What follows belongs to an exercise in optimizing a design on an open flow for small area, a short achievable clock period and few clock cycles; a production flow would make more cautious choices.
Function was checked by simulation only, so behaviour that the tests miss may differ from the original.

==> flow/design.v (outline; a module is shown in full before it is edited, if it fits) <==
// module arc_detector: 1526 lines
module arc_detector (
    input  wire        clk,
    input  wire        rst,         
    input  wire [14:0] depth,       
    input  wire [14:0] alpha,       
    input  wire [14:0] floor_q,     
    input  wire [5:0]  confirm,     
    input  wire [15:0] holdoff,     
    input  wire [7:0]  limit,       
    input  wire [15:0] learn,       
    input  wire        latch_in,    
    input  wire        s_valid,
    input  wire [15:0] s_data,      
    input  wire        s_clr,       
    output wire        s_ready,
    output reg         r_valid,
    output reg         r_evt,       
    output reg         r_inh,       
    output reg         r_latch,     
    output reg  [31:0] r_arcs       
);
  // ...
==> flow/flow/run.sh <==
#!/bin/bash
# The standard layout, with timing repair asked to leave setup slack so that
# the design runs well below the fixed clock period.
set -euo pipefail
bash standard.sh SETUP_SLACK_MARGIN=6 finish > standard.log 2>&1
==> flow/standard.sh <==
#!/bin/bash
# synth_recipe.tcl (not shown) runs the flow's synth.tcl, then flattens the netlist and writes it again
# the make line also repeats each setting of config.mk as NAME=value (left out here)
make -C /OpenROAD-flow-scripts/flow DESIGN_CONFIG=/design/flow/config.mk WORK_HOME=/design/flow/orfs CLKGATE_MAP_FILE= SYNTH_SCRIPT=/design/flow/synth_recipe.tcl "${@:-finish}"
==> flow/config.mk <==
export PLATFORM = sky130hd
export DESIGN_NAME = arc_detector
export DESIGN_NICKNAME = arc_detector
export VERILOG_FILES = /design/flow/design.v
export SDC_FILE = /design/flow/constraint.sdc
export NUM_CORES = 4
export LEC_CHECK = 0
export CAP_MARGIN = 20
export CORE_MARGIN = 2
export CORE_UTILIZATION = 55
export SLEW_MARGIN = 20
==> flow/constraint.sdc <==
create_clock -name core_clock -period 14.0 [get_ports {clk}]
set_input_delay 2.8000 -clock core_clock [delete_from_list [all_inputs] [get_ports {clk}]]
set_output_delay 2.8000 -clock core_clock [all_outputs]
set_load 0.01 [all_outputs]
==> results.sh, run 1 <==
export IMPL_cp_data_required_time_ns=14.42
export IMPL_synth_simple_gate_area_share_pct=15.2
export IMPL_core_mm2=0.0466
export IMPL_final_area_mm2=0.0281
export IMPL_synth_nets=3867
export IMPL_finalHoldViolations=0
export IMPL_synthTopCellsByCount="inv_1 (338), nor2_1 (321), a21oi_1 (262), clkbuf_1 (240), fa_1 (233)"
export IMPL_use_met1_pct=47.8
export IMPL_nClkBuffers=20
export IMPL_nets=3804
export IMPL_cts_inserted_buffers=17
export IMPL_synthesis_area_mm2=0.0259
export IMPL_min_path_type="flop to flop"
export IMPL_synth_top_area_cell="fa_1"
export IMPL_netlist_instances=3334
export IMPL_worst_slew_pin_slew_ns=1.07
export IMPL_clk_share_pct=2.06
export IMPL_setup_viol=0
export IMPL_fp_dieArea_mm2=0.0489
export IMPL_fin_tns_setup_ns=0
export IMPL_avgViaCountPerCell=6.57
export IMPL_grt_max_degree=89
export IMPL_worst_ep_arrival_time_ns=8.07
export IMPL_met3_length_um=7770
export IMPL_outcome="complete, no violations"
export IMPL_top_register="r_arcs"
Testbench counts, summed over its fixed seeds: cycles 192,024.
==> inputs of run 2 (changes only) <==
--- a/flow/design.v
+++ b/flow/design.v
@@ -20,18 +20,16 @@
     output reg  [31:0] r_arcs       
 );
     localparam [10:0] POLL_LAST = 11'd1999;    
     reg               va, vb;
     reg  signed [15:0] xa;
     reg               x15;           
     reg               ca, clr;
     reg        [15:0] dq;            
-    reg        [14:0] alpha_r;
-    reg        [14:0] d_r;           
     wire       [15:0] dq_next;
     wire              stall;
     assign s_ready = ~stall;
     always @(posedge clk) begin
         if (rst) begin
             va <= 1'b0;
             vb <= 1'b0;
         end else if (!stall) begin
@@ -40,53 +38,82 @@
         end
         if (!stall) begin
             xa  <= s_data;
             ca  <= s_clr;
             x15 <= xa[15];
             clr <= ca;
         end
         dq      <= stall ? {x15, {15{~x15}}} : dq_next;
-        alpha_r <= alpha;
-        d_r     <= depth;
     end
     wire xv = vb & ~stall;
     reg signed [30:0] b;
     reg        [15:0] c;
     reg               m_hold, m_learn;
     reg        [10:0] poll;
     wire signed [15:0] bq = b[30:15];
     wire [14:0] bq_u = b[29:15];
     wire above_floor = ~b[30] & (b[29:15] >= floor_q);
     wire ovf = (x15 ^ b[30]) & (dq[15] ^ x15);
     assign stall = vb & ovf;
     wire [15:0] s = dq;
-    wire ba_one0 = alpha_r[0] ^ 1'b0;
-    wire ba_two0 = (alpha_r[1] & ~alpha_r[0] & ~1'b0) | (~alpha_r[1] & alpha_r[0] & 1'b0);
-    wire ba_neg0 = alpha_r[1];
-    wire ba_one1 = alpha_r[2] ^ alpha_r[1];
-    wire ba_two1 = (alpha_r[3] & ~alpha_r[2] & ~alpha_r[1]) | (~alpha_r[3] & alpha_r[2] & alpha_r[1]);
-    wire ba_neg1 = alpha_r[3];
-    wire ba_one2 = alpha_r[4] ^ alpha_r[3];
-    wire ba_two2 = (alpha_r[5] & ~alpha_r[4] & ~alpha_r[3]) | (~alpha_r[5] & alpha_r[4] & alpha_r[3]);
-    wire ba_neg2 = alpha_r[5];
-    wire ba_one3 = alpha_r[6] ^ alpha_r[5];
-    wire ba_two3 = (alpha_r[7] & ~alpha_r[6] & ~alpha_r[5]) | (~alpha_r[7] & alpha_r[6] & alpha_r[5]);
-    wire ba_neg3 = alpha_r[7];
-    wire ba_one4 = alpha_r[8] ^ alpha_r[7];
-    wire ba_two4 = (alpha_r[9] & ~alpha_r[8] & ~alpha_r[7]) | (~alpha_r[9] & alpha_r[8] & alpha_r[7]);
-    wire ba_neg4 = alpha_r[9];
-    wire ba_one5 = alpha_r[10] ^ alpha_r[9];
-    wire ba_two5 = (alpha_r[11] & ~alpha_r[10] & ~alpha_r[9]) | (~alpha_r[11] & alpha_r[10] & alpha_r[9]);
-    wire ba_neg5 = alpha_r[11];
-    wire ba_one6 = alpha_r[12] ^ alpha_r[11];
-    wire ba_two6 = (alpha_r[13] & ~alpha_r[12] & ~alpha_r[11]) | (~alpha_r[13] & alpha_r[12] & alpha_r[11]);
-    wire ba_neg6 = alpha_r[13];
-    wire ba_one7 = alpha_r[14] ^ alpha_r[13];
-    wire ba_two7 = (1'b0 & ~alpha_r[14] & ~alpha_r[13]) | (~1'b0 & alpha_r[14] & alpha_r[13]);
+    reg ba_one0, ba_two0;
+    always @(posedge clk) begin
+        ba_one0 <= alpha[0] ^ 1'b0;
+        ba_two0 <= (alpha[1] & ~alpha[0] & ~1'b0) | (~alpha[1] & alpha[0] & 1'b0);
+    end
+    reg ba_neg0;
+    always @(posedge clk) ba_neg0 <= alpha[1];
+    reg ba_one1, ba_two1;
+    always @(posedge clk) begin
+        ba_one1 <= alpha[2] ^ alpha[1];
+        ba_two1 <= (alpha[3] & ~alpha[2] & ~alpha[1]) | (~alpha[3] & alpha[2] & alpha[1]);
+    end
+    reg ba_neg1;
+    always @(posedge clk) ba_neg1 <= alpha[3];
+    reg ba_one2, ba_two2;
+    always @(posedge clk) begin
+        ba_one2 <= alpha[4] ^ alpha[3];
+        ba_two2 <= (alpha[5] & ~alpha[4] & ~alpha[3]) | (~alpha[5] & alpha[4] & alpha[3]);
+    end
+    reg ba_neg2;
+    always @(posedge clk) ba_neg2 <= alpha[5];
+    reg ba_one3, ba_two3;
+    always @(posedge clk) begin
+        ba_one3 <= alpha[6] ^ alpha[5];
+        ba_two3 <= (alpha[7] & ~alpha[6] & ~alpha[5]) | (~alpha[7] & alpha[6] & alpha[5]);
+    end
+    reg ba_neg3;
+    always @(posedge clk) ba_neg3 <= alpha[7];
+    reg ba_one4, ba_two4;
+    always @(posedge clk) begin
+        ba_one4 <= alpha[8] ^ alpha[7];
+        ba_two4 <= (alpha[9] & ~alpha[8] & ~alpha[7]) | (~alpha[9] & alpha[8] & alpha[7]);
+    end
+    reg ba_neg4;
+    always @(posedge clk) ba_neg4 <= alpha[9];
+    reg ba_one5, ba_two5;
+    always @(posedge clk) begin
+        ba_one5 <= alpha[10] ^ alpha[9];
+        ba_two5 <= (alpha[11] & ~alpha[10] & ~alpha[9]) | (~alpha[11] & alpha[10] & alpha[9]);
+    end
+    reg ba_neg5;
+    always @(posedge clk) ba_neg5 <= alpha[11];
+    reg ba_one6, ba_two6;
+    always @(posedge clk) begin
+        ba_one6 <= alpha[12] ^ alpha[11];
+        ba_two6 <= (alpha[13] & ~alpha[12] & ~alpha[11]) | (~alpha[13] & alpha[12] & alpha[11]);
+    end
+    reg ba_neg6;
+    always @(posedge clk) ba_neg6 <= alpha[13];
+    reg ba_one7, ba_two7;
+    always @(posedge clk) begin
+        ba_one7 <= alpha[14] ^ alpha[13];
+        ba_two7 <= (1'b0 & ~alpha[14] & ~alpha[13]) | (~1'b0 & alpha[14] & alpha[13]);
+    end
     wire ba_neg7 = 1'b0;
     wire ba_p0_0 = ((ba_one0 & s[0]) | (ba_two0 & 1'b0)) ^ ba_neg0;
     wire ba_p0_1 = ((ba_one0 & s[1]) | (ba_two0 & s[0])) ^ ba_neg0;
     wire ba_p0_2 = ((ba_one0 & s[2]) | (ba_two0 & s[1])) ^ ba_neg0;
     wire ba_p0_3 = ((ba_one0 & s[3]) | (ba_two0 & s[2])) ^ ba_neg0;
     wire ba_p0_4 = ((ba_one0 & s[4]) | (ba_two0 & s[3])) ^ ba_neg0;
     wire ba_p0_5 = ((ba_one0 & s[5]) | (ba_two0 & s[4])) ^ ba_neg0;
     wire ba_p0_6 = ((ba_one0 & s[6]) | (ba_two0 & s[5])) ^ ba_neg0;
@@ -771,39 +798,70 @@
     assign ta_275 = ta_215 ^ ba_p7_15 ^ ta_214;
     wire ta_276;
     assign ta_276 = (ta_215 & ba_p7_15) | (ta_215 & ta_214) | (ba_p7_15 & ta_214);
     wire ta_277;
     assign ta_277 = b[30] ^ ta_216 ^ ~ba_p7_16;
     wire [30:0] ta_s = {ta_276, ta_274, ta_272, ta_270, ta_268, ta_266, ta_264, ta_262, ta_260, ta_258, ta_256, ta_254, ta_252, ta_250, ta_248, ta_246, ta_244, ta_242, ta_240, ta_238, ta_236, ta_234, ta_232, ta_230, ta_228, ta_226, ta_224, ta_222, ta_220, ta_218, ta_217};
     wire [30:0] ta_c = {ta_277, ta_275, ta_273, ta_271, ta_269, ta_267, ta_265, ta_263, ta_261, ta_259, ta_257, ta_255, ta_253, ta_251, ta_249, ta_247, ta_245, ta_243, ta_241, ta_239, ta_237, ta_235, ta_233, ta_231, ta_229, ta_227, ta_225, ta_223, ta_221, ta_219, ba_p0_0};
     wire [30:0] b_next = ta_s + ta_c;
-    wire bd_one0 = d_r[0] ^ 1'b0;
-    wire bd_two0 = (d_r[1] & ~d_r[0] & ~1'b0) | (~d_r[1] & d_r[0] & 1'b0);
-    wire bd_neg0 = d_r[1];
-    wire bd_one1 = d_r[2] ^ d_r[1];
-    wire bd_two1 = (d_r[3] & ~d_r[2] & ~d_r[1]) | (~d_r[3] & d_r[2] & d_r[1]);
-    wire bd_neg1 = d_r[3];
-    wire bd_one2 = d_r[4] ^ d_r[3];
-    wire bd_two2 = (d_r[5] & ~d_r[4] & ~d_r[3]) | (~d_r[5] & d_r[4] & d_r[3]);
-    wire bd_neg2 = d_r[5];
-    wire bd_one3 = d_r[6] ^ d_r[5];
-    wire bd_two3 = (d_r[7] & ~d_r[6] & ~d_r[5]) | (~d_r[7] & d_r[6] & d_r[5]);
-    wire bd_neg3 = d_r[7];
-    wire bd_one4 = d_r[8] ^ d_r[7];
-    wire bd_two4 = (d_r[9] & ~d_r[8] & ~d_r[7]) | (~d_r[9] & d_r[8] & d_r[7]);
-    wire bd_neg4 = d_r[9];
-    wire bd_one5 = d_r[10] ^ d_r[9];
-    wire bd_two5 = (d_r[11] & ~d_r[10] & ~d_r[9]) | (~d_r[11] & d_r[10] & d_r[9]);
-    wire bd_neg5 = d_r[11];
-    wire bd_one6 = d_r[12] ^ d_r[11];
-    wire bd_two6 = (d_r[13] & ~d_r[12] & ~d_r[11]) | (~d_r[13] & d_r[12] & d_r[11]);
-    wire bd_neg6 = d_r[13];
-    wire bd_one7 = d_r[14] ^ d_r[13];
-    wire bd_two7 = (1'b0 & ~d_r[14] & ~d_r[13]) | (~1'b0 & d_r[14] & d_r[13]);
+    reg bd_one0, bd_two0;
+    always @(posedge clk) begin
+        bd_one0 <= depth[0] ^ 1'b0;
+        bd_two0 <= (depth[1] & ~depth[0] & ~1'b0) | (~depth[1] & depth[0] & 1'b0);
+    end
+    reg bd_neg0;
+    always @(posedge clk) bd_neg0 <= depth[1];
+    reg bd_one1, bd_two1;
+    always @(posedge clk) begin
+        bd_one1 <= depth[2] ^ depth[1];
+        bd_two1 <= (depth[3] & ~depth[2] & ~depth[1]) | (~depth[3] & depth[2] & depth[1]);
+    end
+    reg bd_neg1;
+    always @(posedge clk) bd_neg1 <= depth[3];
+    reg bd_one2, bd_two2;
+    always @(posedge clk) begin
+        bd_one2 <= depth[4] ^ depth[3];
+        bd_two2 <= (depth[5] & ~depth[4] & ~depth[3]) | (~depth[5] & depth[4] & depth[3]);
+    end
+    reg bd_neg2;
+    always @(posedge clk) bd_neg2 <= depth[5];
+    reg bd_one3, bd_two3;
+    always @(posedge clk) begin
+        bd_one3 <= depth[6] ^ depth[5];
+        bd_two3 <= (depth[7] & ~depth[6] & ~depth[5]) | (~depth[7] & depth[6] & depth[5]);
+    end
+    reg bd_neg3;
+    always @(posedge clk) bd_neg3 <= depth[7];
+    reg bd_one4, bd_two4;
+    always @(posedge clk) begin
+        bd_one4 <= depth[8] ^ depth[7];
+        bd_two4 <= (depth[9] & ~depth[8] & ~depth[7]) | (~depth[9] & depth[8] & depth[7]);
+    end
+    reg bd_neg4;
+    always @(posedge clk) bd_neg4 <= depth[9];
+    reg bd_one5, bd_two5;
+    always @(posedge clk) begin
+        bd_one5 <= depth[10] ^ depth[9];
+        bd_two5 <= (depth[11] & ~depth[10] & ~depth[9]) | (~depth[11] & depth[10] & depth[9]);
+    end
+    reg bd_neg5;
+    always @(posedge clk) bd_neg5 <= depth[11];
+    reg bd_one6, bd_two6;
+    always @(posedge clk) begin
+        bd_one6 <= depth[12] ^ depth[11];
+        bd_two6 <= (depth[13] & ~depth[12] & ~depth[11]) | (~depth[13] & depth[12] & depth[11]);
+    end
+    reg bd_neg6;
+    always @(posedge clk) bd_neg6 <= depth[13];
+    reg bd_one7, bd_two7;
+    always @(posedge clk) begin
+        bd_one7 <= depth[14] ^ depth[13];
+        bd_two7 <= (1'b0 & ~depth[14] & ~depth[13]) | (~1'b0 & depth[14] & depth[13]);
+    end
     wire bd_neg7 = 1'b0;
     wire bd_p0_0 = ((bd_one0 & bq_u[0]) | (bd_two0 & 1'b0)) ^ bd_neg0;
     wire bd_p0_1 = ((bd_one0 & bq_u[1]) | (bd_two0 & bq_u[0])) ^ bd_neg0;
     wire bd_p0_2 = ((bd_one0 & bq_u[2]) | (bd_two0 & bq_u[1])) ^ bd_neg0;
     wire bd_p0_3 = ((bd_one0 & bq_u[3]) | (bd_two0 & bq_u[2])) ^ bd_neg0;
     wire bd_p0_4 = ((bd_one0 & bq_u[4]) | (bd_two0 & bq_u[3])) ^ bd_neg0;
     wire bd_p0_5 = ((bd_one0 & bq_u[5]) | (bd_two0 & bq_u[4])) ^ bd_neg0;
     wire bd_p0_6 = ((bd_one0 & bq_u[6]) | (bd_two0 & bq_u[5])) ^ bd_neg0;
==> flow/flow/run.sh (replaced) <==
#!/bin/bash
# The standard layout, with timing repair asked to leave setup slack so that
# the design runs well below the fixed clock period.
set -euo pipefail
bash standard.sh SETUP_SLACK_MARGIN=7 finish > standard.log 2>&1
==> run 2 against run 1 <==
Critical path depth down 4. Worst hold slack is essentially flat. First-iteration DRC count fell by 46%. Sequential cell count up 16. Global-route usage is 4.4 points lower. Register-to-register slack gained 0.90 ns. Cell count shrank 17%. Routed wire length down 24%.
==> results.sh, run 2 <==
export IMPL_clk_pin_slew_ns=0.08
export IMPL_slew_violations=0
export IMPL_maxCapViolCount=0
export IMPL_core_mm2=0.0410
export IMPL_synth_edf_count=37
export IMPL_worstSkewPairLatency_ns=0.50
export IMPL_globalplace_congestion=0.931
export IMPL_cts_sinks=179
export IMPL_synth_top_area_share_pct=20.3
export IMPL_skew_ns=0.0149
export IMPL_cts_htree_levels=4
export IMPL_worstSetupPathType="flop to flop"
export IMPL_die_w_um=208
export IMPL_holdBufCountCts=0
export IMPL_cts_buffer_depth=2
export IMPL_layout_drive_gt1_share_pct=3.42
export IMPL_synth_fa_ha_area_share_pct=30.6
export IMPL_worst_ep_arrival_time_ns=7.11
export IMPL_wl_um=68200
export IMPL_period_needed_ns=6.76
export IMPL_yosys_mux_area_fraction_pct=0.338
export IMPL_drtIter0Drc=1596
export IMPL_final_cells=3220
export IMPL_period_share_pct=48.3
export IMPL_dp_cells=3187
export IMPL_outcome="complete, no violations"
export IMPL_hold_path_depth=0
export IMPL_setup_viol=0
export IMPL_top_register="r_arcs"
export IMPL_yosysMostFrequentCell="inv_1"
export IMPL_max_stage_delay_ns=0.95
export IMPL_relSlewSlack_pct=22.4
export IMPL_crit_buf_inv=2
export IMPL_crit_top_cell="fa_1"
export IMPL_yosys_top_cells_area="fa_1 (20%), dfxtp_1 (12%), ha_1 (10%)"
export IMPL_min_path_type="flop to flop"
export IMPL_finalHoldViolations=0
export IMPL_synth_compound_area_share_pct=18.1
export IMPL_setup_worst_path_start_class="flop"
export IMPL_die_h_um=208
export IMPL_rsz0062_at_grt="true"
export IMPL_nets=3207
export IMPL_hold_start="ca$_DFFE_PN_"
export IMPL_syn2layout_area_growth_pct=10.1
export IMPL_grt_max_degree=54
export IMPL_fp_dieArea_mm2=0.0434
export IMPL_gr_total_overflow=0
export IMPL_fillers=3630
export IMPL_synthArstFlopShare_pct=0
export IMPL_worst_slew_pin_slew_ns=1.16
export IMPL_largest_reg_flops=32
export IMPL_synth_simple_gate_area_share_pct=12.2
export IMPL_netlist_instances=2654
export IMPL_layout_commonest_cell="inv_1"
export IMPL_grt_pass1_wl_um=108000
export IMPL_crit_slowest_cell="dfxtp_1"
export IMPL_route_detailed_drc=0
export IMPL_top_regs="r_arcs (32), b (31)"
export IMPL_yosys_warnings=1
export IMPL_cts_inserted_buffers=17
export IMPL_r2r_start="dq[6]$_DFF_P_"
export IMPL_first_pass_iters=7
export IMPL_rows=74
export IMPL_via_count=19800
export IMPL_r2r_cells=20
export IMPL_port_buffers=148
export IMPL_fmaxAchievable_mhz=148
export IMPL_cp_data_required_time_ns=14.35
export IMPL_crit_path_cell_trace="a22oi_1 > xor2_1 > fa_1 > fa_1 > inv_1 > fa_1 > fa_1 > fa_1 > inv_1 > ha_1 > nand3_1 > o211ai_1 > o211ai_1 > o211ai_1 > a31oi_1 > o21ai_0 > o21a_1 > or3_1 > a21oi_1 > a311oi_1"
export IMPL_root_buffer="clkbuf_16"
export IMPL_synth_top_area_cell="fa_1"
export IMPL_final_antenna_net_count=0
export IMPL_synth_xor_area_share_pct=12.8
export IMPL_cts_tree="done"
export IMPL_regToRegSetupSlack_ns=7.24
export IMPL_holdPathEnd="clr$_DFFE_PN_"
export IMPL_grt_pass1_vias=19600
export IMPL_synthesis_area_mm2=0.0230
export IMPL_yosysUniqueCellTypes=77
export IMPL_crit_family="adder cells"
export IMPL_antenna_found_initial=2
export IMPL_synth_top_family_by_area="adder cells"
export IMPL_initial_core_util_pct=56.0
export IMPL_reg2reg_to="dq[14]$_DFF_P_"
export IMPL_cp_startpoint="dq[6]$_DFF_P_"
export IMPL_syn_area_per_cell_um2=8.65
export IMPL_hpwl_um=50800
export IMPL_cp_max_fo=17
export IMPL_wl_per_cell_um=21.2
export IMPL_most_common_layout_cells="inv_1 (358), fa_1 (233), a22oi_1 (222)"
export IMPL_synthFlopType="dfxtp_1"
export IMPL_synth_nets=3187
export IMPL_grt_use_total_pct=31.9
export IMPL_ioPinCount=149
export IMPL_ys_seq_elements=179
export IMPL_fin_tns_setup_ns=0
export IMPL_end_kind="flop"
export IMPL_avgViaCountPerCell=6.15
export IMPL_synthTopCellsByCount="inv_1 (358), fa_1 (233), a22oi_1 (222), xnor2_1 (210), nand2_1 (189)"
export IMPL_yosysSeqAreaShare_pct=17.2
-- run 2: worst max path at each step --
stage	depth (start not counted)	slack, ns	to
after floorplan	23	7.94	r_arcs[15]$_SDFFE_PP0P_
after global placement	20	7.09	r_arcs[23]$_SDFFE_PP0P_
after detailed placement	20	7.17	dq[14]$_DFF_P_
after CTS	20	7.15	dq[14]$_DFF_P_
after global routing	20	6.98	dq[14]$_DFF_P_
final	20	7.24	dq[14]$_DFF_P_
-- run 2: metrics by stage --
step | hold WS (ns) | util (%) | setup WS [ns] | instance area [µm²]
final | 0.426 | 61.6 | 7.24 | 25300
after global routing | 0.446 | 61.6 | 6.98 | 25300
after CTS | 0.424 | 61.6 | 7.15 | 25300
after detailed placement | 0.407 | 60.1 | 7.17 | 24600
after global placement | 0.401 | 60.0 | 7.09 | 24600
after floorplan | 0.400 | - | 7.94 | 23000
-- run 2: final cells by class --
cell class | count | area (µm²) | share of cell area, %
Multi-Input combinational cell | 1939 | 17000 | 67.2
Sequential cell | 179 | 3960 | 15.7
Timing Repair Buffer | 174 | 1680 | 6.64
Inverter | 363 | 1370 | 5.42
Tap cell | 532 | 666 | 2.63
Clock buffer | 20 | 468 | 1.85
Clock inverter | 12 | 144 | 0.569
Antenna cell | 1 | 2.50 | 0.00990
-- run 2: logic make-up (layout without fill, tap and decap cells) --
group           count (synthesis)  count (layout)
fa+ha+maj                     421             421
simple gates                  561             561
compound gates                615             615
xor+xnor                      335             335
mux                             7               7
other cells                     0               1
flops                         179             179
buf+inv                       536             569
-- run 2: routing by layer --
layer  wire length [µm]  up-vias  track usage [%]
li1                   -     9054                -
met1              28200     9735             42.7
met2              32000      879             51.6
met3               5760      142             5.39
met4               2200        2             12.5
met5                 12        -                0
-- run 2: timing repair --
action / 4_1_cts / 5_1_grt
setup endpoints to repair: 0 / 15
hold endpoints to repair: 0 / 0
setup buffers: 0 / 0
gates resized for setup: 0 / 8
Testbench counts of run 2, summed over its fixed seeds: cycles 192,024.
==> inputs of run 3 (changes only) <==
==> flow/flow/run.sh (replaced) <==
#!/bin/bash
# The standard layout, with timing repair asked to leave setup slack so that
# the design runs well below the fixed clock period.
set -euo pipefail
bash standard.sh SETUP_SLACK_MARGIN=8 finish > standard.log 2>&1
==> run 3 against run 2 <==
Still clean on timing, DRC and antenna. Clock skew is 0.0021 ns higher. First-iteration DRC count is 12% higher. Cell count is 1.6% higher. Design area is 3.8% higher. Sequential cell count stayed put. Register-to-register slack better by 0.86 ns. Routed wire length is 2.3% higher. Area after synthesis stayed put. Via count is 1.0% higher. Die area stayed put.
==> results.sh, run 3 <==
export IMPL_cts_inserted_buffers=17
export IMPL_route_detailed_drc=0
export IMPL_top_register="r_arcs"
export IMPL_crit_top_cell="fa_1"
export IMPL_core_mm2=0.0410
export IMPL_drtIter0Drc=1789
export IMPL_globalplace_congestion=0.886
export IMPL_crit_path_cell_trace="buf_12 > o21ai_1 > xnor2_1 > inv_1 > fa_1 > fa_1 > inv_1 > fa_1 > fa_2 > fa_1 > inv_1 > ha_1 > a21oi_2 > o21bai_1 > a21oi_2 > o21ai_0 > a31oi_2 > o21ai_2 > o21a_1 > or3_1 > a21oi_1 > a311oi_1"
export IMPL_syn2layout_area_growth_pct=14.3
export IMPL_cts_tree="done"
export IMPL_timing_final_ws_setup_ns=8.10
export IMPL_port_buffers=148
export IMPL_worst_slew_pin_slew_ns=0.871
export IMPL_grt_pass1_vias=19700
export IMPL_wl_um=69700
export IMPL_r2r_cells=22
export IMPL_syn_area_per_cell_um2=8.65
export IMPL_final_util_pct=63.9
export IMPL_synthesis_area_mm2=0.0230
export IMPL_netlist_instances=2654
export IMPL_yosys_warnings=1
export IMPL_fin_tns_setup_ns=0
export IMPL_worstSetupPathType="flop to flop"
export IMPL_maxCapViolCount=0
export IMPL_yosysSeqAreaShare_pct=17.2
export IMPL_die_w_um=208
export IMPL_grt_use_total_pct=32.4
export IMPL_min_path_type="flop to flop"
export IMPL_yosysUniqueCellTypes=77
export IMPL_cp_data_required_time_ns=14.36
export IMPL_period_needed_ns=5.90
export IMPL_top_layer_used="met4"
export IMPL_ys_seq_elements=179
export IMPL_initial_core_util_pct=56.0
export IMPL_nets=3258
export IMPL_slew_violations=0
export IMPL_setup_worst_path_start_class="flop"
export IMPL_worstSkewPairLatency_ns=0.51
export IMPL_synth_nets=3187
export IMPL_cp_max_fo=19
export IMPL_wl_per_cell_um=21.3
export IMPL_hpwl_um=50700
export IMPL_via_count=20000
export IMPL_dp_worst_setup_slack_ns=7.16
export IMPL_layout_commonest_cell="inv_1"
export IMPL_finalHoldViolations=0
export IMPL_avgViaCountPerCell=6.12
export IMPL_antennaDiodeCount=0
export IMPL_synth_top_area_cell="fa_1"
export IMPL_ioPinCount=149
export IMPL_die_h_um=208
export IMPL_setup_viol=0
export IMPL_yosys_top_cells_area="fa_1 (20%), dfxtp_1 (12%), ha_1 (10%)"
export IMPL_skew_ns=0.0171
export IMPL_gr_total_overflow=0
export IMPL_largest_reg_flops=32
export IMPL_wl_met1_um=29400
export IMPL_relSlewSlack_pct=41.7
export IMPL_first_pass_iters=6
export IMPL_root_buffer="clkbuf_16"
export IMPL_clk_pin_slew_ns=0.09
export IMPL_rows=74
export IMPL_fmaxAchievable_mhz=170
export IMPL_layout_drive_gt1_share_pct=8.44
export IMPL_synth_top_area_share_pct=20.3
export IMPL_synthTopCellsByCount="inv_1 (358), fa_1 (233), a22oi_1 (222), xnor2_1 (210), nand2_1 (189)"
export IMPL_hold_path_depth=0
export IMPL_max_stage_delay_ns=0.54
export IMPL_cts_buffer_depth=2
export IMPL_worst_ep_arrival_time_ns=6.26
export IMPL_fp_dieArea_mm2=0.0434
export IMPL_synth_edf_count=37
export IMPL_end_kind="flop"
export IMPL_synthFlopType="dfxtp_1"
export IMPL_cts_sinks=179
export IMPL_most_common_layout_cells="inv_1 (357), fa_1 (231), a22oi_1 (218)"
export IMPL_synthArstFlopShare_pct=0
export IMPL_antenna_found_initial=0
export IMPL_grt_max_degree=54
export IMPL_yosysMostFrequentCell="inv_1"
export IMPL_outcome="complete, no violations"
export IMPL_grt_pass1_wl_um=109000
export IMPL_period_share_pct=42.1
export IMPL_crit_slowest_cell="fa_1"
export IMPL_rsz0062_at_grt="true"
export IMPL_cts_htree_levels=4
export IMPL_final_antenna_net_count=0
export IMPL_met3_length_um=5420
export IMPL_fillers=3572
export IMPL_wl_met2_um=32900
export IMPL_top_regs="r_arcs (32), b (31)"
==> run 3: cell types whose count changed in the layout (fill, tap and decap cells not counted), moves of 5 or more <==
cell,previous run,this run
dfxtp_1,136,78
dfxtp_4,0,51
buf_4,24,58
buf_12,0,11
dfxtp_2,6,13
inv_12,0,5
==> run 3: logic make-up (layout without fill, tap and decap cells) <==
family / Yosys count / in the layout / synth area share (%)
mux: 7 / 7 / 0.338
simple gates: 561 / 562 / 12.2
compound gates: 615 / 615 / 18.1
fa+ha+maj: 421 / 421 / 30.6
buf+inv: 536 / 619 / 8.87
flops: 179 / 179 / 17.2
xor+xnor: 335 / 335 / 12.8
==> run 3: what timing repair did <==
item | CTS | global route
cloned | 0 | 1
pin swaps | 4 | 11
hold buffers | 0 | 0
endpoints found under the setup margin | 94 | 83
resized for setup | 109 | 73
setup buffers | 8 | 45
==> run 3: critical path, delay by kind of cell (launching register included) <==
family,cells,cell delay [ns]
adders and majority gates,6,2.86
and+or+nand+nor,1,0.32
xor gates and xnor gates,1,0.21
AOI/OAI and AO/OA,10,1.57
DFF,1,0.38
buffers and inverters,4,0.39
==> run 3: cell type report <==
class / instances / area [µm²] / share of cell area, %
multi-input cells: 1940 / 17200 / 65.4
flip-flops and latches: 179 / 4160 / 15.9
repair buffers: 224 / 2210 / 8.44
inverters: 363 / 1380 / 5.27
well taps: 532 / 666 / 2.54
clock buffers: 17 / 425 / 1.62
clock inverters: 15 / 220 / 0.840
==> run 3: per-layer routing <==
layer,global-route usage [%],vias up
met4,11.4,0
met1,43.8,9845
met2,52.0,869
met3,6.04,130
li1,-,9171
met5,0,-
==> run 3: path summary, 6_finish.rpt <==
check	start	end	slack (ns)
setup / recovery	dq[15]$_DFF_P_	dq[14]$_DFF_P_	8.10
hold / removal	ca$_DFFE_PN_	clr$_DFFE_PN_	0.44
hold reg to reg	ca$_DFFE_PN_	clr$_DFFE_PN_	0.44
setup reg to reg	dq[15]$_DFF_P_	dq[14]$_DFF_P_	8.10
==> run 3: per-stage QoR <==
step           hold WS (ns)  area [µm²]  std cells
2_1_floorplan         0.400       23000       2654
3_3_place_gp          0.401       24600       3183
3_5_place_dp          0.428       24600       3184
4_1_cts               0.451       25600       3224
5_1_grt               0.459       26200       3270
6_report              0.444       26200       3270
==> inputs of run 4 (changes only) <==
==> flow/flow/run.sh (replaced) <==
#!/bin/bash
# The standard layout, with timing repair asked to leave setup slack so that
# the design runs well below the fixed clock period.
set -euo pipefail
bash standard.sh SETUP_SLACK_MARGIN=9 finish > standard.log 2>&1
==> run 4 against run 3 <==
Still clean on timing, DRC and antenna. Fmax grew 6.2%. Clock skew shrank 0.00095 ns. Register-to-register slack improved by 0.34 ns. Cell count rose by 5.1%. Utilization grew 7.9 points. Sequential share of layout area down 1.7 points. Non-clock buffer count increased by 163. Critical endpoint is now r_arcs[31]$_SDFFE_PP0P_. Highest routed layer unchanged.
==> results.sh, run 4 <==
export IMPL_ys_seq_elements=179
export IMPL_finalHoldViolations=0
export IMPL_via_count=21500
export IMPL_port_buffers=148
export IMPL_globalplace_congestion=0.907
export IMPL_antenna_found_initial=1
export IMPL_max_stage_delay_ns=0.53
export IMPL_synthArstFlopShare_pct=0
export IMPL_yosysUniqueCellTypes=77
export IMPL_end_kind="flop"
export IMPL_gr_total_overflow=0
export IMPL_dpl_cell_area_mm2=0.0249
export IMPL_crit_family="adder cells"
export IMPL_worst_hold_slack_ns=0.423
export IMPL_met3_usage_pct=6.94
export IMPL_synthesis_area_mm2=0.0230
export IMPL_top_regs="r_arcs (32), b (31)"
export IMPL_syn2layout_area_growth_pct=28.4
export IMPL_worst_slew_pin_slew_ns=1.06
export IMPL_yosysMostFrequentCell="inv_1"
export IMPL_cts_inserted_buffers=17
export IMPL_period_needed_ns=5.56
export IMPL_worst_ep_arrival_time_ns=6.00
export IMPL_clk_pin_slew_ns=0.08
export IMPL_setup_viol=0
export IMPL_relSlewSlack_pct=29.3
export IMPL_first_pass_iters=6
export IMPL_cts_tree="done"
export IMPL_nets=3426
export IMPL_yosysSeqAreaShare_pct=17.2
export IMPL_slew_violations=0
export IMPL_drtIter0Drc=1921
export IMPL_die_w_um=208
export IMPL_final_area_mm2=0.0295
export IMPL_outcome="complete, no violations"
export IMPL_crit_slowest_cell="fa_1"
export IMPL_top_register="r_arcs"
export IMPL_cts_sinks=179
export IMPL_wl_um=78700
export IMPL_grt_pass1_vias=21400
export IMPL_ioPinCount=149
export IMPL_crit_top_cell="fa_1"
export IMPL_route_detailed_drc=0
export IMPL_largest_reg_flops=32
export IMPL_worstSetupPathType="flop to flop"
export IMPL_crit_buf_inv=2
export IMPL_cp_max_fo=7
export IMPL_synthTopCellsByCount="inv_1 (358), fa_1 (233), a22oi_1 (222), xnor2_1 (210), nand2_1 (189)"
export IMPL_yosys_warnings=1
export IMPL_netlist_instances=2654
export IMPL_crit_path_cell_trace="buf_8 > a22oi_1 > xor2_1 > fa_1 > fa_1 > inv_1 > fa_1 > fa_1 > ha_4 > nand2_4 > nor4_4 > a221oi_2 > a21oi_2 > nor3b_2 > mux2_4 > or3_4 > or4_4 > or3_1 > nand3_1"
export IMPL_grt_max_degree=50
export IMPL_synthFlopType="dfxtp_1"
export IMPL_die_h_um=208
export IMPL_syn_area_per_cell_um2=8.65
export IMPL_dp_worst_setup_slack_ns=7.46
export IMPL_grt_use_total_pct=35.7
export IMPL_root_buffer="clkbuf_16"
export IMPL_antennaDiodeCount=0
export IMPL_final_util_pct=71.9
export IMPL_initial_core_util_pct=56.0
export IMPL_use_met2_pct=58.2
export IMPL_cts_buffer_depth=2
export IMPL_synth_top_area_cell="fa_1"
export IMPL_timing_final_ws_setup_ns=8.44
export IMPL_synth_edf_count=37
export IMPL_maxCapViolCount=0
export IMPL_yosys_top_cells_area="fa_1 (20%), dfxtp_1 (12%), ha_1 (10%)"
export IMPL_most_common_layout_cells="inv_1 (339), xnor2_1 (197), fa_1 (191)"
export IMPL_holdBufCountCts=0
export IMPL_core_mm2=0.0410
export IMPL_rows=74
export IMPL_min_path_type="flop to flop"
export IMPL_grt_pass1_wl_um=120000
export IMPL_synth_top_area_share_pct=20.3
export IMPL_cts_htree_levels=4
export IMPL_skew_ns=0.0161
export IMPL_avgViaCountPerCell=6.25
export IMPL_wl_per_cell_um=22.9
export IMPL_fmaxAchievable_mhz=180
export IMPL_setup_worst_path_start_class="flop"
export IMPL_fin_tns_setup_ns=0
export IMPL_synth_nets=3187
export IMPL_worstSkewPairLatency_ns=0.50
export IMPL_busiest_layer="met2"
export IMPL_fillers=3081
export IMPL_hpwl_um=50500
export IMPL_layout_drive_gt1_share_pct=22.7
export IMPL_rsz0062_at_grt="true"
export IMPL_use_met1_pct=45.8
export IMPL_period_share_pct=39.7
export IMPL_fp_dieArea_mm2=0.0434
export IMPL_final_antenna_net_count=0
export IMPL_cp_data_required_time_ns=14.44
export IMPL_layout_commonest_cell="inv_1"
## run 4: cell counts after synthesis
Identical to the previous run, type by type.
## run 4: area by class of cell
| type | instances | area, µm² | share of cell area, % |
|---|---|---|---|
| inverters | 363 | 1410 | 4.78 |
| flip-flops and latches | 179 | 4190 | 14.2 |
| repair buffers | 387 | 3960 | 13.4 |
| clock inverters | 14 | 160 | 0.543 |
| well taps | 532 | 666 | 2.26 |
| multi-input cells | 1945 | 18700 | 63.3 |
| clock buffers | 18 | 429 | 1.46 |
## run 4: worst reg2reg max path: cells and delay by family, from the launching register on
family | cells | cell delay (ns)
fa+ha+maj | 5 | 2.26
simple gates | 7 | 1.63
flops | 1 | 0.46
compound gates | 3 | 0.46
mux | 1 | 0.30
buf+inv | 2 | 0.23
xor+xnor | 1 | 0.17
## run 4: timing repair
action                                 in CTS  in global routing
pin swaps                                 116                 67
gates cloned                               15                  7
setup endpoints to repair                 100                118
buffers inserted                          163                 38
endpoints found under the hold margin       0                  0
resized for setup                         391                122
## run 4: kinds of logic (layout without fill, tap and decap cells)
logic type | count (synthesis) | count (layout) | synth area share, %
and+or+nand+nor | 561 | 566 | 12.2
adders and majority gates | 421 | 421 | 30.6
xor gates and xnor gates | 335 | 335 | 12.8
muxes | 7 | 7 | 0.338
DFF | 179 | 179 | 17.2
buffers and inverters | 536 | 782 | 8.87
AOI/OAI and AO/OA | 615 | 616 | 18.1
## run 4: metal layers
layer,share of wire (%),wire (µm)
met3,8.9,7030
met5,0,0
met4,5.2,4120
met2,46,36400
met1,40,31200
## run 4: worst paths after layout
kind	from	to	depth (start not counted)	slack, ns
setup / recovery	b[28]$_SDFFE_PP0N_	r_arcs[31]$_SDFFE_PP0P_	19	8.44
hold / removal	ca$_DFFE_PN_	clr$_DFFE_PN_	0	0.42
setup reg to reg	b[28]$_SDFFE_PP0N_	r_arcs[31]$_SDFFE_PP0P_	19	8.44
hold reg to reg	ca$_DFFE_PN_	clr$_DFFE_PN_	0	0.42
## run 4: through the flow
stage | std cells
after CTS | 3393
after floorplan | 2654
after global placement | 3183
after detailed placement | 3183
final | 3438
after global routing | 3438

[static timing again, ports no longer ideal]
Ports are ideal in the flow. The routed layouts listed here were re-timed in OpenROAD. Step 1 assumes that a clkbuf_16 drives the clock port and a buf_2 every other input. Step 2, shift: input delay + t, output delay - t, t = (earliest + latest rising clock arrival at the registers) / 2. This alone moves slack from input paths to output paths. Slacks: ideal ports / drivers / drivers and shift; pairs: ideal ports / drivers.
| run | t, ns | slack for setup (ns) | worst setup path at the end | slew at the worst register clock pin (ns) | cell pins on the clock port's net |
|---|---|---|---|---|---|
| run 1 | 0.565 | 6.346 / 6.346 / 6.346 | register to register | 0.09 / 0.09 | 1 |
| run 2 | 0.554 | 7.245 / 7.245 / 7.245 | register to register | 0.08 / 0.08 | 1 |
| run 3 | 0.567 | 8.100 / 8.100 / 7.623 | input to register | 0.09 / 0.09 | 1 |
| run 4 | 0.551 | 8.442 / 8.442 / 8.118 | input to register | 0.08 / 0.08 | 1 |
After both steps setup and hold are still met in every run listed. The setup slack of run 3, which loses most, moves by 0.000 ns with the drivers and by -0.477 ns with both steps.
